Source: an optimization exercise on an open RTL-to-GDS flow (aim: small area, a short achievable clock period and few clock cycles per item). Production flows keep margins and buffers that such runs may drop.
Only simulation tests tie the RTL to the original design; equivalence was not proved.

[design/flow/flow/run.sh]
#!/bin/bash
# The standard layout, with each port buffered by a buf_1 instead of the
# flow's default port buffer, and timing repair asked to leave 10.5 ns of setup
# slack so that it sizes the critical paths. The make output is kept in
# flow_make.log.
set -euo pipefail
bash standard.sh "BUFFER_PORTS_ARGS=-buffer_cell sky130_fd_sc_hd__buf_1" SETUP_SLACK_MARGIN=10.5 finish > flow_make.log 2>&1
[design/flow/standard.sh]
#!/bin/bash
# synth_recipe.tcl (not shown) runs the flow's synth.tcl, then flattens the netlist and writes it again
# the make line also repeats each setting of config.mk as NAME=value (left out here)
make -C /OpenROAD-flow-scripts/flow DESIGN_CONFIG=/design/flow/config.mk WORK_HOME=/design/flow/orfs CLKGATE_MAP_FILE= SYNTH_SCRIPT=/design/flow/synth_recipe.tcl "${@:-finish}"
[design/flow/config.mk]
export PLATFORM = sky130hd
export DESIGN_NAME = sha256_core
export DESIGN_NICKNAME = sha256_core
export VERILOG_FILES = /design/flow/design.v
export SDC_FILE = /design/flow/constraint.sdc
export NUM_CORES = 4
export LEC_CHECK = 0
export ABC_AREA = 1
export CAP_MARGIN = 20
export CORE_MARGIN = 2
export CORE_UTILIZATION = 60
export PLACE_DENSITY = 0.75
export SLEW_MARGIN = 20
[design/flow/constraint.sdc]
create_clock -name core_clock -period 15.0 [get_ports {clk}]
set_input_delay 3.0000 -clock core_clock [delete_from_list [all_inputs] [get_ports {clk}]]
set_output_delay 3.0000 -clock core_clock [all_outputs]
set_load 0.01 [all_outputs]
[design/flow/design.v]
module sha256_core (
    input  wire         clk,
    input  wire         rst,         
    input  wire         start,
    input  wire         init,
    input  wire [511:0] block,       
    output wire         ready,
    output reg          done,
    output wire [255:0] digest       
);
    localparam [255:0] IV = {32'h6a09e667, 32'hbb67ae85, 32'h3c6ef372, 32'ha54ff53a,
                             32'h510e527f, 32'h9b05688c, 32'h1f83d9ab, 32'h5be0cd19};
    reg [31:0] h0, h1, h2, h3, h4, h5, h6, h7;
    reg [31:0] a, b, c, d, e, f, g, h;
    reg [31:0] w [0:15];             
    reg [31:0] kr;                   
    reg [6:0]  t;                    
    reg        busy;
    reg        rdy;                  
    reg        use_iv;               
    reg        blk_iv;               
    assign ready  = rdy;
    assign digest = {h0, h1, h2, h3, h4, h5, h6, h7};
    wire [6:0] t_next = busy ? t + 7'd1 : 7'd0;
    reg [31:0] k_n;
    always @(*) begin
        case (t_next[5:0])
            6'd0:  k_n = 32'h428a2f98; 6'd1:  k_n = 32'h71374491; 6'd2:  k_n = 32'hb5c0fbcf; 6'd3:  k_n = 32'he9b5dba5;
            6'd4:  k_n = 32'h3956c25b; 6'd5:  k_n = 32'h59f111f1; 6'd6:  k_n = 32'h923f82a4; 6'd7:  k_n = 32'hab1c5ed5;
            6'd8:  k_n = 32'hd807aa98; 6'd9:  k_n = 32'h12835b01; 6'd10: k_n = 32'h243185be; 6'd11: k_n = 32'h550c7dc3;
            6'd12: k_n = 32'h72be5d74; 6'd13: k_n = 32'h80deb1fe; 6'd14: k_n = 32'h9bdc06a7; 6'd15: k_n = 32'hc19bf174;
            6'd16: k_n = 32'he49b69c1; 6'd17: k_n = 32'hefbe4786; 6'd18: k_n = 32'h0fc19dc6; 6'd19: k_n = 32'h240ca1cc;
            6'd20: k_n = 32'h2de92c6f; 6'd21: k_n = 32'h4a7484aa; 6'd22: k_n = 32'h5cb0a9dc; 6'd23: k_n = 32'h76f988da;
            6'd24: k_n = 32'h983e5152; 6'd25: k_n = 32'ha831c66d; 6'd26: k_n = 32'hb00327c8; 6'd27: k_n = 32'hbf597fc7;
            6'd28: k_n = 32'hc6e00bf3; 6'd29: k_n = 32'hd5a79147; 6'd30: k_n = 32'h06ca6351; 6'd31: k_n = 32'h14292967;
            6'd32: k_n = 32'h27b70a85; 6'd33: k_n = 32'h2e1b2138; 6'd34: k_n = 32'h4d2c6dfc; 6'd35: k_n = 32'h53380d13;
            6'd36: k_n = 32'h650a7354; 6'd37: k_n = 32'h766a0abb; 6'd38: k_n = 32'h81c2c92e; 6'd39: k_n = 32'h92722c85;
            6'd40: k_n = 32'ha2bfe8a1; 6'd41: k_n = 32'ha81a664b; 6'd42: k_n = 32'hc24b8b70; 6'd43: k_n = 32'hc76c51a3;
            6'd44: k_n = 32'hd192e819; 6'd45: k_n = 32'hd6990624; 6'd46: k_n = 32'hf40e3585; 6'd47: k_n = 32'h106aa070;
            6'd48: k_n = 32'h19a4c116; 6'd49: k_n = 32'h1e376c08; 6'd50: k_n = 32'h2748774c; 6'd51: k_n = 32'h34b0bcb5;
            6'd52: k_n = 32'h391c0cb3; 6'd53: k_n = 32'h4ed8aa4a; 6'd54: k_n = 32'h5b9cca4f; 6'd55: k_n = 32'h682e6ff3;
            6'd56: k_n = 32'h748f82ee; 6'd57: k_n = 32'h78a5636f; 6'd58: k_n = 32'h84c87814; 6'd59: k_n = 32'h8cc70208;
            6'd60: k_n = 32'h90befffa; 6'd61: k_n = 32'ha4506ceb; 6'd62: k_n = 32'hbef9a3f7; default: k_n = 32'hc67178f2;
        endcase
    end
    function [63:0] csa(input [31:0] x, input [31:0] y, input [31:0] z);
        begin
            csa[63:32] = x ^ y ^ z;
            csa[31:0]  = {((x & y) | (x & z) | (y & z)), 1'b0} ;
        end
    endfunction
    wire [31:0] S1 = {e[5:0], e[31:6]} ^ {e[10:0], e[31:11]} ^ {e[24:0], e[31:25]};
    wire [31:0] CH = (e & f) ^ (~e & g);
    wire [31:0] S0 = {a[1:0], a[31:2]} ^ {a[12:0], a[31:13]} ^ {a[21:0], a[31:22]};
    wire [31:0] MJ = (a & b) ^ (a & c) ^ (b & c);
    wire [63:0] x   = csa(h, kr, w[0]);
    wire [63:0] a1  = csa(S1, CH, S0);
    wire [63:0] a2  = csa(x[63:32], x[31:0], MJ);
    wire [63:0] a3  = csa(a1[63:32], a1[31:0], a2[63:32]);
    wire [63:0] a4  = csa(a3[63:32], a3[31:0], a2[31:0]);
    wire [31:0] a_new = a4[63:32] + a4[31:0];
    wire [63:0] e1  = csa(S1, CH, d);
    wire [63:0] e2  = csa(e1[63:32], e1[31:0], x[63:32]);
    wire [63:0] e3  = csa(e2[63:32], e2[31:0], x[31:0]);
    wire [31:0] e_new = e3[63:32] + e3[31:0];
    wire [31:0] ws0  = {w[1][6:0], w[1][31:7]} ^ {w[1][17:0], w[1][31:18]} ^ (w[1] >> 3);
    wire [31:0] ws1  = {w[14][16:0], w[14][31:17]} ^ {w[14][18:0], w[14][31:19]} ^ (w[14] >> 10);
    wire [63:0] s1c  = csa(w[0], w[9], ws0);
    wire [63:0] s2c  = csa(s1c[63:32], s1c[31:0], ws1);
    wire [31:0] wnew = s2c[63:32] + s2c[31:0];
    reg [31:0] iva, ive;
    always @(*) begin
        case (t[1:0])
            2'd1:    begin iva = IV[159:128]; ive = IV[31:0];   end
            2'd2:    begin iva = IV[191:160]; ive = IV[63:32];  end
            2'd3:    begin iva = IV[223:192]; ive = IV[95:64];  end
            default: begin iva = IV[255:224]; ive = IV[127:96]; end
        endcase
    end
    wire [31:0] fa_sum = (blk_iv ? iva : h3) + a;
    wire [31:0] fe_sum = (blk_iv ? ive : h7) + e;
    wire ivsel = init | use_iv;
    wire rot   = busy & (t >= 7'd61);
    always @(posedge clk) begin
        if (rst) begin
            busy   <= 1'b0;
            rdy    <= 1'b1;
            done   <= 1'b0;
            use_iv <= 1'b1;
        end else begin
            done <= 1'b0;
            if (!busy) begin
                if (start) begin
                    busy   <= 1'b1;
                    rdy    <= 1'b0;
                    use_iv <= 1'b0;
                end
            end else begin
                if (t == 7'd64) begin
                    busy <= 1'b0;
                    rdy  <= 1'b1;
                    done <= 1'b1;
                end
            end
        end
    end
    integer i;
    always @(posedge clk) begin
        t  <= t_next;
        kr <= k_n;
        if (!busy) begin
            a <= ivsel ? IV[255:224] : h0;
            b <= ivsel ? IV[223:192] : h1;
            c <= ivsel ? IV[191:160] : h2;
            d <= ivsel ? IV[159:128] : h3;
            e <= ivsel ? IV[127:96]  : h4;
            f <= ivsel ? IV[95:64]   : h5;
            g <= ivsel ? IV[63:32]   : h6;
            h <= ivsel ? IV[31:0]    : h7;
            for (i = 0; i < 16; i = i + 1)
                w[i] <= block[511 - 32*i -: 32];
        end else begin
            a <= a_new;
            b <= a;
            c <= b;
            d <= c;
            e <= e_new;
            f <= e;
            g <= f;
            h <= g;
            for (i = 0; i < 15; i = i + 1)
                w[i] <= w[i + 1];
            w[15] <= wnew;
        end
    end
    always @(posedge clk) begin
        if (!busy)
            blk_iv <= ivsel;
        if (rot) begin
            h0 <= fa_sum; h1 <= h0; h2 <= h1; h3 <= h2;
            h4 <= fe_sum; h5 <= h4; h6 <= h5; h7 <= h6;
        end
    end
endmodule
==> impl_metrics.yaml, run 1 <==
sta:
  hold-worst-slack_ns: 0.414
  period_minus_slack_ns: 4.55
  grt_setup_unrepaired: "true"
  worst_slack_ns: 10.45
  tns_ns: 0
  finalHoldViolCount: 0
  skew_ns: 0.0307
  finalSetupViolCount: 0
  drv_slew: 0
  tightest_slew_ns: 1.03
  max_freq_mhz: 220
  maxSlewHeadroom_pct: 31.2
  post-route-period-util_pct: 30.3
synthesis:
  synthAdderAreaFrac_pct: 13.3
  yosysSeqAreaShare_pct: 42.4
  synth_flop_cell: "dfxtp_1"
  syn_nets: 8032
  yosys.cell_count.top_type: "nand2_1"
  ys_ff_latch: 1068
  syn_area_per_cell_um2: 7.99
  synthTopCellsByArea: "dfxtp_1 29%, nand2_1 16%, edfxtp_1 14%, fa_1 9.4%, inv_1 5.5%"
  syn_inst: 7074
  synth-xor-area-share_pct: 5.66
  muxShareOfSynthArea_pct: 0
  synthSimpleGateAreaFrac_pct: 21.9
  synth_edf_count: 257
  synth-compound-area-share_pct: 9.49
  synth_top_family_by_area: "simple AND/OR/NAND/NOR gates"
  synth_commonest_cells: "2429 x nand2_1, 835 x inv_1, 811 x dfxtp_1, 436 x o21ai_0, 406 x nor2_1"
  synth.distinct_cells: 52
  synth_largest_area_cell: "dfxtp_1"
  ys_async_sr_fraction_pct: 0
  syn_area_um2: 56500
  yosysWarnings: 2
  synth_top_cell_area_share_pct: 28.7
drt:
  avgViaCountPerCell: 5.99
  drt-total-wl_um: 241000
  drtAntennaViolNets: 0
  drt_iter0_drc: 9510
  dr_total_vias: 54800
  firstDrtPassIters: 10
  route.detailed.drc: 0
  post_drt_wl_per_cell_um: 26.4
placed_design:
  io_buffers: 773
  gp_congestion: 1.11
  dp_slack_ns: 9.57
  post-dp-hpwl_um: 189000
  dp.cells: 8912
setup_path:
  slowest_stage: "o21ai_0"
  crit_buf_inv: 5
  crit_path_max_fanout: 7
  crit_arrival_ns: 5.15
  rr_worst_depth: 17
  path_cells: "inv_1, xor2_1, inv_1, nor2_1, inv_1, nand2_1, xor2_1, fa_1, fa_1, inv_1, ha_2, a21oi_2, o21bai_2, inv_1, nand3_1, o21ai_0, nand2_1"
  worst-path-stages: 17
  cp_top_family: "adder cells"
  crit_type: "reg2reg"
  cp-start-kind: "register"
  max_stage_delay_ns: 0.64
  cpMostUsedCell: "inv_1"
  cp_data_required_time_ns: 15.59
  cp-end-kind: "register"
grt:
  grt_pass1_wl_um: 339000
  first_global_vias: 51200
  antenna_found_initial: 33
  track_usage_pct: 48.0
  grt_max_degree: 193
  overflow: 0
floorplanning:
  fp.dieW_um: 311
  core_area_um2: 93300
  initial_core_util_pct: 60.6
  die_h_um: 311
  io_pins: 774
  die_area_um2: 96700
  rows: 112
layout:
  drive_above_1_share_pct: 6.11
  finalNonFillerCells: 9156
  nets: 8745
  synthToLayoutAreaGrowth_pct: 15.2
  fillers: 7314
cts:
  clockRootBuffer: "clkbuf_16"
  cts_buffer_depth: 3
  clkTransAtPathRegs_ns: 0.07
  cts_tree: "built"
  clkSinkCount: 1068
  cts-htree-levels: 3
  insertion_delay_ns: 0.75
  numCtsBuffers: 105
flow_run:
  max_cap_violations: 0
worst_hold_path:
  hold_class: "reg2reg"
  hold-path-cell-count: 2
run_status:
  status: "no timing/DRC/antenna violations"
-- stage by stage --
step | util, % | instance area [um^2]
floorplan | - | 56600
global placement | 64.7 | 60400
detailed placement | 64.7 | 60400
CTS | 68.9 | 64400
global route | 69.8 | 65100
finish | 69.8 | 65100
-- logic make-up after synthesis --
kind of cell | count (synthesis)
xor gates and xnor gates | 365
adders and majority gates | 443
and+or+nand+nor | 3160
buffers and inverters | 1069
DFF | 1068
AOI/OAI and AO/OA | 969
-- placed cells by master (no fill, tap or decap), types with 18 or more instances in the layout --
cell type     n
a21oi_2      19
xnor2_1     132
dfxtp_4      29
clkbuf_1     26
buf_4        49
inv_1       828
nor3_1       32
dfxtp_2      52
edfxtp_1    257
xor2_1      193
o21ai_0     393
clkbuf_8     24
diode_2      28
nand4_1      36
nor2_1      382
o211ai_1     20
dfxtp_1     730
nor2_2       26
a31oi_1      28
a22oi_1      18
a21o_1       23
fa_1        263
nand2_1    2418
o21ai_1      46
nand3_1     207
ha_1        160
a21oi_1     297
buf_1       772
xor2_2       27
clkbuf_16   107
o21bai_1     28
-- worst reg2reg max path: stages (launching register included) --
cell	delay, ns
dfxtp_2	0.50
inv_1	0.18
xor2_1	0.19
inv_1	0.09
nor2_1	0.19
inv_1	0.09
nand2_1	0.12
xor2_1	0.24
fa_1	0.49
fa_1	0.56
inv_1	0.06
ha_2	0.35
a21oi_2	0.26
o21bai_2	0.13
inv_1	0.08
nand3_1	0.17
o21ai_0	0.64
nand2_1	0.09
-- per-layer routing --
layer  global-route usage (%)  up-vias  wire length [um]
li1                         -    23700                 -
met1                     62.7    25500             86400
met2                     68.2     4601             98700
met3                     17.9      989             38500
met4                     27.6       10             17600
met5                        0        -                64
-- registers in the layout, summed over array words and instances, names as in the netlist, 32 cells and up --
register,flops
c,32
a,32
kr,32
e,32
b,32
h6,32
w,512
d,32
h3,32
g,32
h0,32
h1,32
h,32
h2,32
h7,32
h4,32
h5,32
f,32
-- final timing paths --
kind	from	endpoint	slack [ns]
worst max-delay path	e[1]	e[11]	10.45
worst min-delay path	w[15][26]	w[14][26]	0.41
worst max register to register	e[1]	e[11]	10.45
worst min register to register	w[15][26]	w[14][26]	0.41
-- layout make-up --
cell class | count | area (um^2) | area share, %
clock inverter | 34 | 453 | 0.695
multi-input combinational | 4937 | 29200 | 44.8
clock buffer | 160 | 3120 | 4.79
tap | 1254 | 1570 | 2.41
timing repair buffer | 835 | 3430 | 5.27
inverter | 840 | 3170 | 4.87
antenna | 28 | 70.1 | 0.108
sequential | 1068 | 24100 | 37.0
-- timing repair --
action                                  in CTS  in global routing
setup buffers                                5                 17
hold buffers                                 0                  0
pin swaps                                    4                 17
endpoints found under the setup margin     282                255
gates resized for setup                    111                206
cloned                                       0                  0
Testbench counts, summed over its fixed seeds: cycles 19,016, blocks 288.
==> run 2: changes to the inputs <==
--- a/design/flow/config.mk
+++ b/design/flow/config.mk
@@ -7,7 +7,6 @@
 export LEC_CHECK = 0
-export ABC_AREA = 1
 export CAP_MARGIN = 20
 export CORE_MARGIN = 2
-export CORE_UTILIZATION = 60
-export PLACE_DENSITY = 0.75
+export CORE_UTILIZATION = 40
+export PLACE_DENSITY = 0.6
 export SLEW_MARGIN = 20
==> impl_metrics.yaml, run 2 <==
floorplanning:
  die_area_um2: 139000
  io_pins: 774
  rows: 135
  die_h_um: 373
  initial_core_util_pct: 40.3
  fp.dieW_um: 373
  core_area_um2: 135000
sta:
  max_freq_mhz: 209
  maxSlewHeadroom_pct: 24.1
  finalHoldViolCount: 0
  grt_setup_unrepaired: "true"
  period_minus_slack_ns: 4.79
  tns_ns: 0
  finalSetupViolCount: 0
  post-route-period-util_pct: 31.9
  tightest_slew_ns: 1.14
  drv_slew: 0
  skew_ns: 0.102
grt:
  overflow: 0
  grt_max_degree: 200
  track_usage_pct: 30.4
  grt_pass1_wl_um: 304000
  antenna_found_initial: 37
  first_global_vias: 40900
run_status:
  status: "no timing/DRC/antenna violations"
setup_path:
  crit_arrival_ns: 5.40
  cp-end-kind: "register"
  cp-start-kind: "register"
  reg2reg_to: "a[30]"
  ff2ff_setup_slack_ns: 10.21
  crit_type: "reg2reg"
  crit_path_max_fanout: 4
  critPathCapture: "a[30]"
  cp_data_required_time_ns: 15.61
  rr_worst_depth: 17
  reg2reg_from: "kr[2]"
  cp-startpoint: "kr[2]"
cts:
  insertion_delay_ns: 0.78
  cts_hold_buf: 0
  cts-htree-levels: 3
  numCtsBuffers: 116
  clockRootBuffer: "clkbuf_16"
  clkSinkCount: 1068
  cts_buffer_depth: 3
  cts_tree: "built"
  clkTransAtPathRegs_ns: 0.07
synthesis:
  ys_async_sr_fraction_pct: 0
  syn_area_per_cell_um2: 10.8
  syn_area_um2: 54500
  synth_flop_cell: "dfxtp_1"
  synth_top_cell_area_share_pct: 29.8
  yosys.cell_count.top_type: "dfxtp_1"
  yosysWarnings: 2
  synth.distinct_cells: 98
  ys_ff_latch: 1068
  synth_edf_count: 257
  synthTopCellsByArea: "dfxtp_1 30%, edfxtp_1 14%, mux2_2 10%, fa_1 9.7%, xnor2_1 4.7%"
  synth_commonest_cells: "811 x dfxtp_1, 507 x mux2_2, 373 x nand2_1, 321 x inv_1, 314 x o21ai_0"
  synth_largest_area_cell: "dfxtp_1"
  syn_inst: 5051
  yosysSeqAreaShare_pct: 44.0
  syn_nets: 6009
drt:
  avgViaCountPerCell: 5.52
  drt-total-wl_um: 221000
  firstDrtPassIters: 5
  dr_total_vias: 42800
  drt_iter0_drc: 4517
  route.detailed.drc: 0
  post_drt_wl_per_cell_um: 28.6
  drtAntennaViolNets: 0
worst_hold_path:
  hold_class: "reg2reg"
  hold-path-cell-count: 1
placed_design:
  gp_congestion: 0.963
  dp.cells: 7355
  post-dp-hpwl_um: 171000
  io_buffers: 773
layout:
  layout_common_cells: "768 x buf_1, 705 x dfxtp_1, 506 x mux2_2, 342 x nand2_1, 298 x inv_1"
  finalNonFillerCells: 7752
  drive_above_1_share_pct: 23.3
  largest_register_ffs: 512
  fillers: 12500
  nets: 6814
  regMostFlops: "w"
  synthToLayoutAreaGrowth_pct: 22.8
  layout_commonest_cell: "buf_1"
flow_run:
  max_cap_violations: 0
==> run 2: changes by cell type after synthesis, moves of 122 or more <==
cell	delta
inv_1	-514
mux2_2	+507
nand2_1	-2056
nand3_1	-159
o21ai_0	-122
xnor2_1	+150
==> run 2: cells by family (layout without fill, tap and decap cells) <==
| kind of cell | Yosys count | count (layout) | synth area share (%) |
|---|---|---|---|
| buf+inv | 612 | 1517 | 4.28 |
| other cells | 0 | 15 | 0 |
| xor+xnor | 438 | 438 | 7.04 |
| mux | 540 | 540 | 11.1 |
| simple gates | 894 | 894 | 7.02 |
| compound gates | 1055 | 1055 | 12.7 |
| fa+ha+maj | 444 | 444 | 13.8 |
| flops | 1068 | 1068 | 44.0 |
==> run 2: area by class of cell <==
class                      instances  area (um^2)  area share [%]
clock inverter                    59          698            1.04
clock buffer                     159         3310            4.95
tap                             1781         2230            3.33
multi-input combinational       3371        30500            45.7
inverter                         324         1220            1.83
sequential                      1068        24200            36.2
antenna                           15         37.5          0.0561
timing repair buffer             975         4620            6.92
==> run 2: through the flow <==
step / utilization (%) / worst slack [ns] / hold slack [ns] / area [um^2]
floorplan: - / 9.44 / 0.427 / 54700
global route: 49.4 / 10.07 / 0.362 / 66900
CTS: 48.3 / 10.18 / 0.356 / 65400
global placement: 43.6 / 9.27 / 0.436 / 59000
finish: 49.4 / 10.21 / 0.359 / 66900
detailed placement: 43.6 / 9.25 / 0.439 / 59000
==> run 2: what timing repair did <==
action                     in CTS  in global routing
hold endpoints to repair        0                  0
setup buffers                 103                 60
gates cloned                    0                  1
pin swaps                     135                158
gates resized for setup       392                223
setup endpoints to repair     148                 71
==> run 2: worst min path at each step <==
| stage | start | end |
|---|---|---|
| global route | w[12][12] | w[11][12] |
| global placement | g[19] | h[19] |
| detailed placement | w[10][8] | w[9][8] |
| finish | w[15][5] | w[14][5] |
| CTS | w[15][5] | w[14][5] |
| floorplan | use_iv | use_iv |
==> run 2: critical path: stages (launching register included) <==
cell and delay [ns]:
dfxtp_2 0.32, fa_1 0.55, inv_2 0.06, fa_1 0.46, fa_1 0.51, inv_2 0.04
fa_1 0.47, ha_4 0.19, fa_2 0.35, a21o_1 0.20, a21oi_2 0.21, o21bai_4 0.11
a21oi_4 0.22, a41oi_4 0.23, a21bo_2 0.28, a31oi_2 0.18, xor2_1 0.16, a21oi_1 0.08
==> run 2: layer usage <==
metal	track usage (%)	wire, um	part of all wire [%]	vias up
li1	-	-	-	19100
met1	40.1	89800	41	21200
met4	12.3	9420	4.3	12
met5	0	79	0.036	-
met2	48.8	102000	46	2142
met3	6.22	19700	8.9	354
==> run 3: changes to the inputs <==
==> design/flow/flow/run.sh (replaced) <==
#!/bin/bash
# The standard layout, with each port buffered by a buf_1 instead of the
# flow's default port buffer, and timing repair asked to leave 10.7 ns of setup
# slack so that it sizes the critical paths. The make output is kept in
# flow_make.log.
set -euo pipefail
bash standard.sh "BUFFER_PORTS_ARGS=-buffer_cell sky130_fd_sc_hd__buf_1" SETUP_SLACK_MARGIN=10.7 finish > flow_make.log 2>&1
--- a/design/flow/config.mk
+++ b/design/flow/config.mk
@@ -7,2 +7,3 @@
 export LEC_CHECK = 0
+export ABC_AREA = 1
 export CAP_MARGIN = 20
==> impl_metrics.yaml, run 3 <==
sta:
  drv_slew: 0
  tightest_slew_ns: 1.11
  post-route-period-util_pct: 30.2
  skew_ns: 0.0858
  finalHoldViolCount: 0
  grt_setup_unrepaired: "true"
  hold-worst-slack_ns: 0.379
  tns_ns: 0
  period_minus_slack_ns: 4.53
  finalSetupViolCount: 0
  maxSlewHeadroom_pct: 25.7
  max_freq_mhz: 221
drt:
  dr_total_vias: 54200
  route.detailed.drc: 0
  drt_iter0_drc: 7238
  firstDrtPassIters: 8
  avgViaCountPerCell: 5.35
  drt-total-wl_um: 267000
  drtAntennaViolNets: 0
  post_drt_wl_per_cell_um: 26.4
cts:
  clkSinkCount: 1068
  numCtsBuffers: 114
  cts_hold_buf: 0
  insertion_delay_ns: 0.79
  cts_buffer_depth: 3
  cts_tree: "built"
  cts-htree-levels: 3
  clockRootBuffer: "clkbuf_16"
  clkTransAtPathRegs_ns: 0.07
setup_path:
  cp_data_required_time_ns: 12.00
  cp_top_family: "flip-flops"
  crit_arrival_ns: 1.53
  crit_path_max_fanout: 2
  crit_buf_inv: 1
  cp-end-kind: "output pin"
  path_cells: "clkbuf_2"
  crit_type: "reg2out"
  max_stage_delay_ns: 0.55
  cp-start-kind: "register"
  slowest_stage: "edfxtp_1"
floorplanning:
  die_area_um2: 144000
  rows: 137
  initial_core_util_pct: 40.4
  io_pins: 774
  fp.dieW_um: 380
  core_area_um2: 140000
  die_h_um: 380
layout:
  multiInputGateArea_um2: 30200
  seqCellArea_um2: 24200
  nets: 9096
  drive_above_1_share_pct: 14.4
  fillers: 13700
  synthToLayoutAreaGrowth_pct: 24.6
  regMostFlops: "w"
  layout_commonest_cell: "nand2_1"
  layout_common_cells: "2396 x nand2_1, 821 x inv_1, 704 x dfxtp_1, 606 x buf_1, 396 x buf_4"
  design_area_um2: 70400
  largest_register_ffs: 512
synthesis:
  synth_commonest_cells: "2429 x nand2_1, 835 x inv_1, 811 x dfxtp_1, 436 x o21ai_0, 406 x nor2_1"
  syn_inst: 7074
  yosysWarnings: 2
  yosys.cell_count.top_type: "nand2_1"
  syn_area_per_cell_um2: 7.99
  synth_edf_count: 257
  ys_async_sr_fraction_pct: 0
  ys_ff_latch: 1068
  syn_nets: 8032
  syn_area_um2: 56500
  synthTopCellsByArea: "dfxtp_1 29%, nand2_1 16%, edfxtp_1 14%, fa_1 9.4%, inv_1 5.5%"
  synth_largest_area_cell: "dfxtp_1"
  yosysSeqAreaShare_pct: 42.4
  synth_flop_cell: "dfxtp_1"
  synth.distinct_cells: 52
  synth_top_cell_area_share_pct: 28.7
placed_design:
  dpl_cell_area_um2: 61300
  post-dp-hpwl_um: 211000
  gp_congestion: 1.03
  io_buffers: 773
flow_run:
  max_cap_violations: 0
grt:
  first_global_vias: 50500
  antenna_found_initial: 20
  track_usage_pct: 35.6
  grt_max_degree: 205
  overflow: 0
  grt_pass1_wl_um: 370000
run_status:
  status: "no timing/DRC/antenna violations"
worst_hold_path:
  hold_class: "reg2reg"
[run 3: changes by cell type in the layout (fill, tap and decap cells not counted), moves of 134 or more]
cell      previous run  this run
nand2_1            342      2396
inv_1              298       821
mux2_2             506         0
buf_4              172       396
buf_1              768       606
clkbuf_2             1       149
nand3_1             54       201
xnor2_1            253       119
[run 3: path summary, 6_finish.rpt]
check	to	slack, ns	start	depth (start not counted)
setup / recovery	digest[255]	10.47	h0[31]	1
hold / removal	w[11][31]	0.38	w[12][31]	2
setup reg to reg	kr[2]	10.70	busy	9
hold reg to reg	w[11][31]	0.38	w[12][31]	2
[run 3: tightest hold or removal path, delay by kind of cell, from the launching register on]
| family | cells | cell delay [ns] |
|---|---|---|
| flip-flops | 1 | 0.30 |
| AND/OR/NAND/NOR | 2 | 0.09 |
[run 3: logic make-up after synthesis]
family / after synthesis / share of synthesized area, %
AOI/OAI and AO/OA: 969 / 9.49
xor gates and xnor gates: 365 / 5.66
DFF: 1068 / 42.4
and+or+nand+nor: 3160 / 21.9
buffers and inverters: 1069 / 7.24
adders and majority gates: 443 / 13.3
[run 3: per-stage QoR]
step / utilization [%] / worst slack, ns / cells
after global routing: 50.3 / 10.46 / 10100
after global placement: 43.8 / 9.59 / 9535
after floorplan: - / 9.55 / 7074
after CTS: 48.6 / 10.44 / 10000
final: 50.4 / 10.47 / 10100
after detailed placement: 43.8 / 9.56 / 9536
[run 3: timing repair]
item	CTS	global route
buffers inserted	250	112
pin swaps	21	45
gates resized for setup	269	494
setup endpoints to repair	412	506
[run 3: layout make-up]
| class | count | share of cell area (%) |
|---|---|---|
| antenna | 12 | 0.0426 |
| sequential | 1068 | 34.4 |
| timing repair buffer | 1177 | 8.93 |
| clock buffer | 165 | 4.73 |
| clock inverter | 53 | 1.11 |
| multi-input combinational | 4937 | 42.9 |
| inverter | 840 | 4.54 |
| tap | 1876 | 3.33 |
[run 3: routing by layer]
metal	vias to the layer above	GRT usage (%)	routed length (um)
met5	-	0	62
met4	10	10.9	8590
met3	357	7.18	27400
met2	2998	50.1	110000
met1	26400	54.1	121000
li1	24400	-	-
==> run 4: changes to the inputs <==
==> design/flow/flow/run.sh (replaced) <==
#!/bin/bash
# The standard layout, with each port buffered by a buf_1 instead of the
# flow's default port buffer, timing repair asked to leave 10.5 ns of setup
# slack so that it sizes the critical paths, and clock tree synthesis with
# larger sink clusters and no dummy loads. The make output is kept in
# flow_make.log.
set -euo pipefail
bash standard.sh "BUFFER_PORTS_ARGS=-buffer_cell sky130_fd_sc_hd__buf_1" SETUP_SLACK_MARGIN=10.5 \
  "CTS_ARGS=-sink_clustering_enable -repair_clock_nets -dont_use_dummy_load -sink_clustering_size 24 -sink_clustering_max_diameter 120" \
  finish > flow_make.log 2>&1
==> impl_metrics.yaml, run 4 <==
layout:
  nets: 8707
  finalNonFillerCells: 9637
  regMostFlops: "w"
  layout_common_cells: "2411 x nand2_1, 827 x inv_1, 773 x buf_1, 723 x dfxtp_1, 396 x o21ai_0"
  largest_register_ffs: 512
  fillers: 14300
  drive_above_1_share_pct: 5.37
  layout_commonest_cell: "nand2_1"
  multiInputGateArea_um2: 29400
  synthToLayoutAreaGrowth_pct: 13.4
  design_area_um2: 64100
  seqCellArea_um2: 24100
synthesis:
  synth.distinct_cells: 52
  ys_async_sr_fraction_pct: 0
  syn_area_um2: 56500
  synth_flop_cell: "dfxtp_1"
  synth_commonest_cells: "2429 x nand2_1, 835 x inv_1, 811 x dfxtp_1, 436 x o21ai_0, 406 x nor2_1"
  yosysSeqAreaShare_pct: 42.4
  synthTopCellsByArea: "dfxtp_1 29%, nand2_1 16%, edfxtp_1 14%, fa_1 9.4%, inv_1 5.5%"
  syn_nets: 8032
  yosysWarnings: 2
  yosys.cell_count.top_type: "nand2_1"
  syn_area_per_cell_um2: 7.99
  synth_edf_count: 257
  ys_ff_latch: 1068
  synth_largest_area_cell: "dfxtp_1"
  synth_top_cell_area_share_pct: 28.7
  syn_inst: 7074
setup_path:
  cp-end-kind: "output pin"
  reg2reg_from: "e[17]"
  cp_data_required_time_ns: 12.00
  crit_arrival_ns: 1.47
  cp_top_family: "flip-flops"
  rr_worst_depth: 20
  max_stage_delay_ns: 0.55
  ff2ff_setup_slack_ns: 10.61
  cp-start-kind: "register"
  reg2reg_to: "a[31]"
  path_cells: "buf_1"
  slowest_stage: "edfxtp_1"
  crit_type: "reg2out"
  crit_buf_inv: 1
  crit_path_max_fanout: 3
sta:
  period_minus_slack_ns: 4.47
  skew_ns: 0.113
  finalHoldViolCount: 0
  maxSlewHeadroom_pct: 25.7
  tns_ns: 0
  finalSetupViolCount: 0
  hold-worst-slack_ns: 0.396
  max_freq_mhz: 224
  tightest_slew_ns: 1.11
  drv_slew: 0
  grt_setup_unrepaired: "true"
  post-route-period-util_pct: 29.8
drt:
  drtAntennaViolNets: 0
  post_drt_wl_per_cell_um: 26.8
  drt-total-wl_um: 258000
  dr_total_vias: 51700
  route.detailed.drc: 0
  drt_iter0_drc: 6759
  firstDrtPassIters: 8
  avgViaCountPerCell: 5.36
cts:
  numCtsBuffers: 55
  cts_buffer_depth: 3
  cts-htree-levels: 2
  insertion_delay_ns: 0.73
  clkTransAtPathRegs_ns: 0.10
  cts_hold_buf: 0
  clkSinkCount: 1068
  cts_tree: "built"
  clockRootBuffer: "clkbuf_16"
placed_design:
  post-dp-hpwl_um: 211000
  io_buffers: 773
  gp_congestion: 1.03
  dp.cells: 9536
  dpl_cell_area_um2: 61300
floorplanning:
  io_pins: 774
  die_area_um2: 144000
  initial_core_util_pct: 40.4
  rows: 137
  fp.dieW_um: 380
  die_h_um: 380
  core_area_um2: 140000
grt:
  grt_max_degree: 205
  overflow: 0
  antenna_found_initial: 20
  grt_pass1_wl_um: 360000
  first_global_vias: 48600
  track_usage_pct: 34.6
worst_hold_path:
  hold-path-cell-count: 2
  min_from: "w[11][4]"
  hold_path_end: "w[10][4]"
  hold_class: "reg2reg"
run_status:
  status: "no timing/DRC/antenna violations"
flow_run:
  max_cap_violations: 0
==> run 4: cell types whose count changed in the layout (fill, tap and decap cells not counted), sizes merged <==
| cell | change |
|---|---|
| clkbuf | -258 |
| buf | -182 |
| clkinv | -27 |
| bufinv | -11 |
| inv | -8 |
| clkinvlp | -7 |
| diode | +2 |
==> run 4: area by class of cell <==
cell class	count	area share (%)
inverters	840	4.97
flip-flops and latches	1068	37.7
well taps	1876	3.66
clock buffers	55	2.15
multi-input cells	4937	46.0
repair buffers	847	5.53
diodes	14	0.0547
==> run 4: cell families (layout without fill, tap and decap cells) <==
logic type,Yosys count,in the layout,synth area share (%)
AOI/OAI and AO/OA,969,969,9.49
xor gates and xnor gates,365,365,5.66
adders and majority gates,443,443,13.3
buffers and inverters,1069,1742,7.24
DFF,1068,1068,42.4
other,0,14,0
and+or+nand+nor,3160,3160,21.9
==> run 4: layer usage <==
metal  global-route usage, %  vias up  part of all wire, %
met2                    48.6     2729                   40
met3                    7.57      314                   10
met4                    9.65        8                  3.3
li1                        -    23500                    -
met1                    52.7    25200                   46
met5                       0        -                0.021
==> run 4: worst max-delay path by stage <==
stage / from / end / slack [ns] / cells after the start
3_5_place_dp: init / d[24] / 9.56 / 8
5_1_grt: e[22] / e[31] / 10.38 / 22
4_1_cts: w[0][2] / a[20] / 10.48 / 18
2_1_floorplan: busy / h0[0] / 9.55 / 5
6_report: h6[13] / digest[45] / 10.53 / 1
3_3_place_gp: init / d[19] / 9.59 / 8
==> run 4: what timing repair did <==
| item | CTS | global route |
|---|---|---|
| setup buffers | 6 | 26 |
| setup endpoints to repair | 100 | 174 |
| pin swaps | 3 | 28 |
| gates resized for setup | 128 | 233 |
==> run 4: stage by stage <==
step	utilization, %	setup WS (ns)
final	45.8	10.53
after global routing	45.8	10.38
after CTS	45.1	10.48
after detailed placement	43.8	9.56
after global placement	43.8	9.59
after floorplan	-	9.55
==> run 5: changes to the inputs <==
--- a/design/flow/config.mk
+++ b/design/flow/config.mk
@@ -11,2 +11,3 @@
 export CORE_UTILIZATION = 40
+export GPL_ROUTABILITY_DRIVEN = 0
 export PLACE_DENSITY = 0.6
==> impl_metrics.yaml, run 5 <==
run_status:
  status: "no timing/DRC/antenna violations"
drt:
  dr_total_vias: 51300
  drt-total-wl_um: 232000
  avgViaCountPerCell: 5.34
  drtAntennaViolNets: 0
  post_drt_wl_per_cell_um: 24.1
  route.detailed.drc: 0
  drt_iter0_drc: 7292
  firstDrtPassIters: 16
cts:
  clkTransAtPathRegs_ns: 0.10
  cts-htree-levels: 2
  clkSinkCount: 1068
  numCtsBuffers: 54
  insertion_delay_ns: 0.72
  clockRootBuffer: "clkbuf_16"
  cts_buffer_depth: 3
  cts_tree: "built"
sta:
  post-route-period-util_pct: 29.9
  finalHoldViolCount: 0
  max_freq_mhz: 223
  hold-worst-slack_ns: 0.378
  period_minus_slack_ns: 4.48
  tns_ns: 0
  tightest_slew_ns: 1.21
  maxSlewHeadroom_pct: 19.3
  grt_setup_unrepaired: "true"
  skew_ns: 0.123
  finalSetupViolCount: 0
  drv_slew: 0
floorplanning:
  rows: 137
  fp.dieW_um: 380
  core_area_um2: 140000
  die_h_um: 380
  die_area_um2: 144000
  initial_core_util_pct: 40.4
  io_pins: 774
grt:
  use_met1_pct: 43.3
  grt_pass1_wl_um: 325000
  antenna_found_initial: 33
  track_usage_pct: 30.6
  first_global_vias: 47100
  overflow: 0
  grt_busiest_layer: "met2"
  gr-usage-met3_pct: 8.30
  grt_max_degree: 249
  use_met2_pct: 44.1
synthesis:
  synth_top_cell_area_share_pct: 28.7
  yosys.cell_count.top_type: "nand2_1"
  synth_flop_cell: "dfxtp_1"
  syn_inst: 7074
  syn_area_um2: 56500
  synth_edf_count: 257
  ys_ff_latch: 1068
  syn_area_per_cell_um2: 7.99
  synth-compound-area-share_pct: 9.49
  synthSimpleGateAreaFrac_pct: 21.9
  synth.distinct_cells: 52
  synthAdderAreaFrac_pct: 13.3
  muxShareOfSynthArea_pct: 0
  yosysWarnings: 2
  synth_largest_area_cell: "dfxtp_1"
  yosysSeqAreaShare_pct: 42.4
  synth-xor-area-share_pct: 5.66
  synth_commonest_cells: "2429 x nand2_1, 835 x inv_1, 811 x dfxtp_1, 436 x o21ai_0, 406 x nor2_1"
  syn_nets: 8032
  synthTopCellsByArea: "dfxtp_1 29%, nand2_1 16%, edfxtp_1 14%, fa_1 9.4%, inv_1 5.5%"
  ys_async_sr_fraction_pct: 0
  synth_top_family_by_area: "simple AND/OR/NAND/NOR gates"
layout:
  layout_common_cells: "2418 x nand2_1, 829 x inv_1, 773 x buf_1, 741 x dfxtp_1, 404 x o21ai_0"
  synthToLayoutAreaGrowth_pct: 12.2
  fin_util_pct: 45.3
  nets: 8677
  layout_commonest_cell: "nand2_1"
  regMostFlops: "w"
  design_area_um2: 63400
  largest_register_ffs: 512
  drive_above_1_share_pct: 3.99
placed_design:
  io_buffers: 773
  post-dp-hpwl_um: 186000
  dpl_cell_area_um2: 61200
setup_path:
  cp-startpoint: "a[29]"
  crit_path_max_fanout: 6
  reg2reg_from: "a[29]"
  cp-start-kind: "register"
  crit_arrival_ns: 4.97
  crit_type: "reg2reg"
  cp-end-kind: "register"
  ff2ff_setup_slack_ns: 10.52
  cp_data_required_time_ns: 15.48
worst_hold_path:
  min_from: "w[3][27]"
  hold_class: "reg2reg"
flow_run:
  max_cap_violations: 0
==> run 5: cell counts after synthesis <==
No cell type changed its count.
==> run 5: cell families after synthesis <==
family / count (synthesis)
buf+inv: 1069
compound gates: 969
fa+ha+maj: 443
xor+xnor: 365
flops: 1068
simple gates: 3160
==> run 5: final timing paths <==
kind | cells after the start | to
min | 2 | w[2][27]
max reg2reg | 19 | a[30]
max | 19 | a[30]
min reg2reg | 2 | w[2][27]
==> run 5: per-layer routing <==
metal / part of all wire, % / routed length, um / up-vias
met3: 12 / 27500 / 548
li1: - / - / 23400
met2: 41 / 95500 / 3076
met1: 42 / 97600 / 24200
met5: 0.085 / 198 / -
met4: 4.8 / 11100 / 28
==> run 5: layout make-up <==
| class | instances | area [um^2] |
|---|---|---|
| repair inverters | 1 | 5.00 |
| fillers | 14100 | 76500 |
| diodes | 17 | 42.5 |
| flip-flops and latches | 1068 | 24100 |
| multi-input cells | 4937 | 29100 |
| well taps | 1876 | 2350 |
| clock buffers | 54 | 1350 |
| inverters | 840 | 3180 |
| repair buffers | 817 | 3320 |
==> run 5: repair_timing <==
item,4_1_cts,5_1_grt
endpoints found under the setup margin,293,210
gates resized for setup,82,175
hold buffers,0,0
cloned,1,0
setup buffers,3,10
pin swaps,2,19
==> run 5: critical path, stage by stage (launching register included) <==
cell     delay (ns)
dfxtp_1        0.61
inv_1          0.11
o21ai_0        0.16
o21ai_1        0.31
fa_1           0.60
fa_1           0.54
inv_1          0.05
fa_1           0.48
ha_1           0.42
inv_1          0.13
nor3_1         0.21
inv_1          0.07
nor2_1         0.08
inv_1          0.05
nor3_1         0.13
nand2_1        0.10
nand2_1        0.07
nand2_1        0.05
nand3_1        0.07
nand2_1        0.06
==> run 5: per-stage QoR <==
stage               std cells  setup WS, ns
finish                   9610         10.52
global route             9605         10.40
CTS                      9583         10.50
detailed placement       9525          9.10
global placement         9525          9.14
floorplan                7074          9.55
==> run 6: changes to the inputs <==
--- a/design/flow/config.mk
+++ b/design/flow/config.mk
@@ -10,5 +10,4 @@
 export CORE_MARGIN = 2
-export CORE_UTILIZATION = 40
-export GPL_ROUTABILITY_DRIVEN = 0
-export PLACE_DENSITY = 0.6
+export CORE_UTILIZATION = 45
+export PLACE_DENSITY = 0.7
 export SLEW_MARGIN = 20
==> impl_metrics.yaml, run 6 <==
run_status:
  status: "no timing/DRC/antenna violations"
synthesis:
  syn_area_per_cell_um2: 7.99
  synth_commonest_cells: "2429 x nand2_1, 835 x inv_1, 811 x dfxtp_1, 436 x o21ai_0, 406 x nor2_1"
  synth_edf_count: 257
  synth_flop_cell: "dfxtp_1"
  syn_area_um2: 56500
  yosysSeqAreaShare_pct: 42.4
  synthTopCellsByArea: "dfxtp_1 29%, nand2_1 16%, edfxtp_1 14%, fa_1 9.4%, inv_1 5.5%"
  ys_ff_latch: 1068
  synth.distinct_cells: 52
  yosys.cell_count.top_type: "nand2_1"
  syn_inst: 7074
  synth_top_cell_area_share_pct: 28.7
  ys_async_sr_fraction_pct: 0
  synth_largest_area_cell: "dfxtp_1"
  syn_nets: 8032
  yosysWarnings: 2
setup_path:
  path_cells: "buf_1"
  cp_top_family: "flip-flops"
  cp_data_required_time_ns: 12.00
  crit_buf_inv: 1
  crit_type: "reg2out"
  slowest_stage: "edfxtp_1"
  cp-end-kind: "output pin"
  crit_arrival_ns: 1.49
  crit_path_max_fanout: 3
  cp-start-kind: "register"
  max_stage_delay_ns: 0.64
grt:
  grt_busiest_layer: "met1"
  track_usage_pct: 36.0
  overflow: 0
  use_met1_pct: 51.4
  gr-usage-met3_pct: 10.1
  use_met2_pct: 50.8
  grt_max_degree: 211
  first_global_vias: 47600
  antenna_found_initial: 26
  grt_pass1_wl_um: 331000
layout:
  largest_register_ffs: 512
  drive_above_1_share_pct: 4.44
  seqCellArea_um2: 24100
  layout_commonest_cell: "nand2_1"
  fillers: 12300
  multiInputGateArea_um2: 29200
  finalNonFillerCells: 9395
  layout_common_cells: "2417 x nand2_1, 829 x inv_1, 773 x buf_1, 733 x dfxtp_1, 393 x o21ai_0"
  fin_util_pct: 50.7
  regMostFlops: "w"
  nets: 8688
  synthToLayoutAreaGrowth_pct: 12.2
floorplanning:
  die_h_um: 358
  initial_core_util_pct: 45.2
  fp.dieW_um: 358
  die_area_um2: 128000
  io_pins: 774
  core_area_um2: 125000
  rows: 130
cts:
  clkSinkCount: 1068
  cts_tree: "built"
  cts_buffer_depth: 3
  clockRootBuffer: "clkbuf_16"
  insertion_delay_ns: 0.73
  cts-htree-levels: 2
  numCtsBuffers: 54
  clkTransAtPathRegs_ns: 0.10
drt:
  avgViaCountPerCell: 5.53
  firstDrtPassIters: 6
  drtAntennaViolNets: 0
  post_drt_wl_per_cell_um: 25.7
  drt-total-wl_um: 241000
  drt_iter0_drc: 7287
  route.detailed.drc: 0
  dr_total_vias: 52000
sta:
  post-route-period-util_pct: 30.0
  period_minus_slack_ns: 4.49
  tightest_slew_ns: 1.05
  skew_ns: 0.114
  max_freq_mhz: 223
  tns_ns: 0
  maxSlewHeadroom_pct: 29.7
  finalHoldViolCount: 0
  drv_slew: 0
  grt_setup_unrepaired: "true"
  finalSetupViolCount: 0
placed_design:
  io_buffers: 773
  gp_congestion: 1.06
  dp.cells: 9307
  post-dp-hpwl_um: 195000
flow_run:
  max_cap_violations: 0
worst_hold_path:
  hold_class: "reg2reg"
[run 6: final cells by class]
type	instances	area share, %
multi-input cells	4937	46.1
diodes	17	0.0671
inverters	840	5.02
well taps	1650	3.26
clock buffers	54	2.13
flip-flops and latches	1068	38.0
repair buffers	829	5.40
[run 6: final timing paths]
path / startpoint / endpoint / slack (ns) / depth (start not counted)
setup / recovery: h0[17] / digest[241] / 10.51 / 1
hold / removal: w[3][21] / w[2][21] / 0.36 / 2
setup reg to reg: e[2] / e[31] / 10.52 / 15
hold reg to reg: w[3][21] / w[2][21] / 0.36 / 2
[run 6: logic make-up after synthesis]
logic type      synth area share [%]
simple gates                    21.9
buf+inv                         7.24
flops                           42.4
compound gates                  9.49
fa+ha+maj                       13.3
xor+xnor                        5.66
[run 6: worst reg2reg max path: stages, from the launching register on]
cell and delay (ns):
dfxtp_2 0.47, xnor2_1 0.17, xor2_1 0.48, fa_1 0.57, fa_1 0.51, fa_1 0.52, inv_1 0.05, ha_1 0.40
a21oi_1 0.27, o21ai_0 0.16, a21oi_1 0.26, nand2_1 0.09, a21oi_1 0.12, nand3_1 0.08, nand3_1 0.12, nand2_1 0.06
[run 6: per-layer routing]
layer  wire length (um)  share of wire (%)
met1             100000                 42
met2              98400                 41
met3              30500                 13
met4              11700                4.8
met5                100              0.041
[run 6: repair_timing]
item	CTS	global route
endpoints found under the hold margin	0	0
gates resized for setup	113	200
setup endpoints to repair	240	160
pin swaps	2	17
hold buffers	0	0
buffers inserted	5	12
[run 6: stage by stage]
stage	cell area [um^2]	setup WS [ns]	hold slack, ns
floorplan	56600	9.55	0.403
global placement	60900	9.42	0.405
CTS	62600	10.35	0.356
finish	63400	10.51	0.360
global route	63400	10.44	0.391
detailed placement	60900	9.39	0.409
==> run 7: changes to the inputs <==
==> design/flow/flow/run.sh (replaced) <==
#!/bin/bash
# The standard layout, with each port buffered by a buf_1 instead of the
# flow's default port buffer, timing repair asked to leave 10.6 ns of setup
# slack so that it sizes the critical paths, and clock tree synthesis with
# larger sink clusters and no dummy loads. The make output is kept in
# flow_make.log.
set -euo pipefail
bash standard.sh "BUFFER_PORTS_ARGS=-buffer_cell sky130_fd_sc_hd__buf_1" SETUP_SLACK_MARGIN=10.6 \
  "CTS_ARGS=-sink_clustering_enable -repair_clock_nets -dont_use_dummy_load -sink_clustering_size 24 -sink_clustering_max_diameter 120" \
  finish > flow_make.log 2>&1
--- a/design/flow/config.mk
+++ b/design/flow/config.mk
@@ -10,4 +10,5 @@
 export CORE_MARGIN = 2
-export CORE_UTILIZATION = 45
-export PLACE_DENSITY = 0.7
+export CORE_UTILIZATION = 40
+export GPL_ROUTABILITY_DRIVEN = 0
+export PLACE_DENSITY = 0.6
 export SLEW_MARGIN = 20
==> impl_metrics.yaml, run 7 <==
sta:
  post-route-period-util_pct: 29.8
  finalSetupViolCount: 0
  grt_setup_unrepaired: "true"
  maxSlewHeadroom_pct: 22.4
  tightest_slew_ns: 1.16
  max_freq_mhz: 224
  tns_ns: 0
  hold-worst-slack_ns: 0.387
  finalHoldViolCount: 0
  drv_slew: 0
  skew_ns: 0.123
  period_minus_slack_ns: 4.47
synthesis:
  muxShareOfSynthArea_pct: 0
  yosysWarnings: 2
  synth-xor-area-share_pct: 5.66
  syn_nets: 8032
  synth.distinct_cells: 52
  ys_async_sr_fraction_pct: 0
  synth_top_cell_area_share_pct: 28.7
  syn_area_um2: 56500
  synthSimpleGateAreaFrac_pct: 21.9
  synth-compound-area-share_pct: 9.49
  yosys.cell_count.top_type: "nand2_1"
  synthAdderAreaFrac_pct: 13.3
  syn_inst: 7074
  synth_top_family_by_area: "simple AND/OR/NAND/NOR gates"
  ys_ff_latch: 1068
  synth_largest_area_cell: "dfxtp_1"
  synthTopCellsByArea: "dfxtp_1 29%, nand2_1 16%, edfxtp_1 14%, fa_1 9.4%, inv_1 5.5%"
  syn_area_per_cell_um2: 7.99
  synth_edf_count: 257
  yosysSeqAreaShare_pct: 42.4
  synth_commonest_cells: "2429 x nand2_1, 835 x inv_1, 811 x dfxtp_1, 436 x o21ai_0, 406 x nor2_1"
  synth_flop_cell: "dfxtp_1"
drt:
  avgViaCountPerCell: 5.35
  drt-total-wl_um: 234000
  dr_total_vias: 51900
  post_drt_wl_per_cell_um: 24.1
  firstDrtPassIters: 12
  drt_iter0_drc: 7226
  route.detailed.drc: 0
  drtAntennaViolNets: 0
setup_path:
  cp-start-kind: "register"
  crit_buf_inv: 1
  crit_arrival_ns: 1.47
  cp_data_required_time_ns: 12.00
  slowest_stage: "edfxtp_1"
  crit_type: "reg2out"
  crit_path_max_fanout: 3
  cp-end-kind: "output pin"
  cp_top_family: "flip-flops"
  path_cells: "buf_1"
  max_stage_delay_ns: 0.56
run_status:
  status: "no timing/DRC/antenna violations"
floorplanning:
  fp.dieW_um: 380
  rows: 137
  initial_core_util_pct: 40.4
  io_pins: 774
  die_area_um2: 144000
  core_area_um2: 140000
  die_h_um: 380
grt:
  first_global_vias: 47400
  grt_max_degree: 249
  grt_pass1_wl_um: 326000
  track_usage_pct: 30.8
  overflow: 0
  antenna_found_initial: 31
layout:
  nets: 8763
  regMostFlops: "w"
  layout_common_cells: "2410 x nand2_1, 829 x inv_1, 770 x buf_1, 735 x dfxtp_1, 391 x o21ai_0"
  synthToLayoutAreaGrowth_pct: 14.2
  drive_above_1_share_pct: 6.05
  largest_register_ffs: 512
  fin_util_pct: 46.2
  layout_commonest_cell: "nand2_1"
cts:
  clkSinkCount: 1068
  numCtsBuffers: 54
  clkTransAtPathRegs_ns: 0.10
  insertion_delay_ns: 0.72
  clockRootBuffer: "clkbuf_16"
  cts_buffer_depth: 3
  cts_hold_buf: 0
  cts_tree: "built"
  cts-htree-levels: 2
placed_design:
  post-dp-hpwl_um: 186000
  io_buffers: 773
flow_run:
  max_cap_violations: 0
worst_hold_path:
  hold_class: "reg2reg"
## run 7: cell counts after synthesis
Identical to the previous run, type by type.
## run 7: worst paths after layout
path                            depth (start not counted)      from  slack (ns)    endpoint
worst min register to register                          2  w[3][27]        0.39    w[2][27]
worst min-delay path                                    2  w[3][27]        0.39    w[2][27]
worst max-delay path                                    1    h5[26]       10.53  digest[90]
worst max register to register                         19     a[29]       10.54       a[30]
## run 7: cell type report
class	count	area, um^2
antenna	26	65.1
inverter	840	3190
clock buffer	54	1350
timing repair buffer	903	3980
tap	1876	2350
multi-input combinational	4937	29500
fill	14000	75300
sequential	1068	24100
timing repair inverter	1	5.00
## run 7: tightest hold or removal path, stage by stage, from the launching register on
cell     delay (ns)
dfxtp_1        0.32
nand2_1        0.05
nand2_1        0.05
## run 7: routing by layer
metal / part of all wire, % / track usage, % / vias to the layer above
li1: - / - / 23600
met1: 42 / 43.4 / 24500
met2: 41 / 44.4 / 3131
met3: 12 / 8.32 / 564
met4: 5.0 / 12.5 / 26
met5: 0.090 / 0 / -
## run 7: stage by stage
stage / std cells / worst slack (ns) / area, um^2
after global routing: 9692 / 10.42 / 64500
after detailed placement: 9525 / 9.10 / 61200
after floorplan: 7074 / 9.55 / 56600
after CTS: 9634 / 10.54 / 63200
final: 9705 / 10.53 / 64600
after global placement: 9525 / 9.14 / 61200
## run 7: logic make-up after synthesis
kind of cell	Yosys count
AOI/OAI and AO/OA	969
DFF	1068
and+or+nand+nor	3160
xor gates and xnor gates	365
buffers and inverters	1069
adders and majority gates	443
## run 7: repair_timing
action	in CTS	in global routing
pin swaps	6	38
gates cloned	1	0
buffers inserted	54	45
endpoints found under the setup margin	356	276
gates resized for setup	127	252

static timing again, ports no longer ideal:
How much do the figures lean on ideal ports? The routed layouts below were timed once more, with nothing changed but the port constraints.
Step 1 (the two cells are an assumption about what drives the block):
set clk [get_ports {clk}]
set_driving_cell -lib_cell sky130_fd_sc_hd__clkbuf_16 $clk
set_driving_cell -lib_cell sky130_fd_sc_hd__buf_2 [delete_from_list [all_inputs] $clk]
Step 2, shift: input delay + t, output delay - t, t = (earliest + latest rising clock arrival at the registers) / 2. This alone moves slack from input paths to output paths.
Three values: no drivers, after step 1, after step 2; two values: the first two.
run	t, ns	slack for setup (ns)	worst slew at a driven data input, ns
run 1	0.810	10.449 / 10.419 / 9.699	0.16
run 2	0.807	10.211 / 10.211 / 9.808	0.22
run 3	0.825	10.472 / 10.397 / 9.966	0.14
run 4	0.750	10.530 / 10.454 / 9.885	0.15
run 5	0.735	10.516 / 10.461 / 9.866	0.13
run 6	0.754	10.507 / 10.424 / 9.861	0.12
run 7	0.729	10.529 / 10.455 / 9.910	0.14
After both steps every run listed still meets setup and hold. For run 1, which loses most, drivers alone change the setup slack by -0.030 ns; drivers and shift together by -0.750 ns.
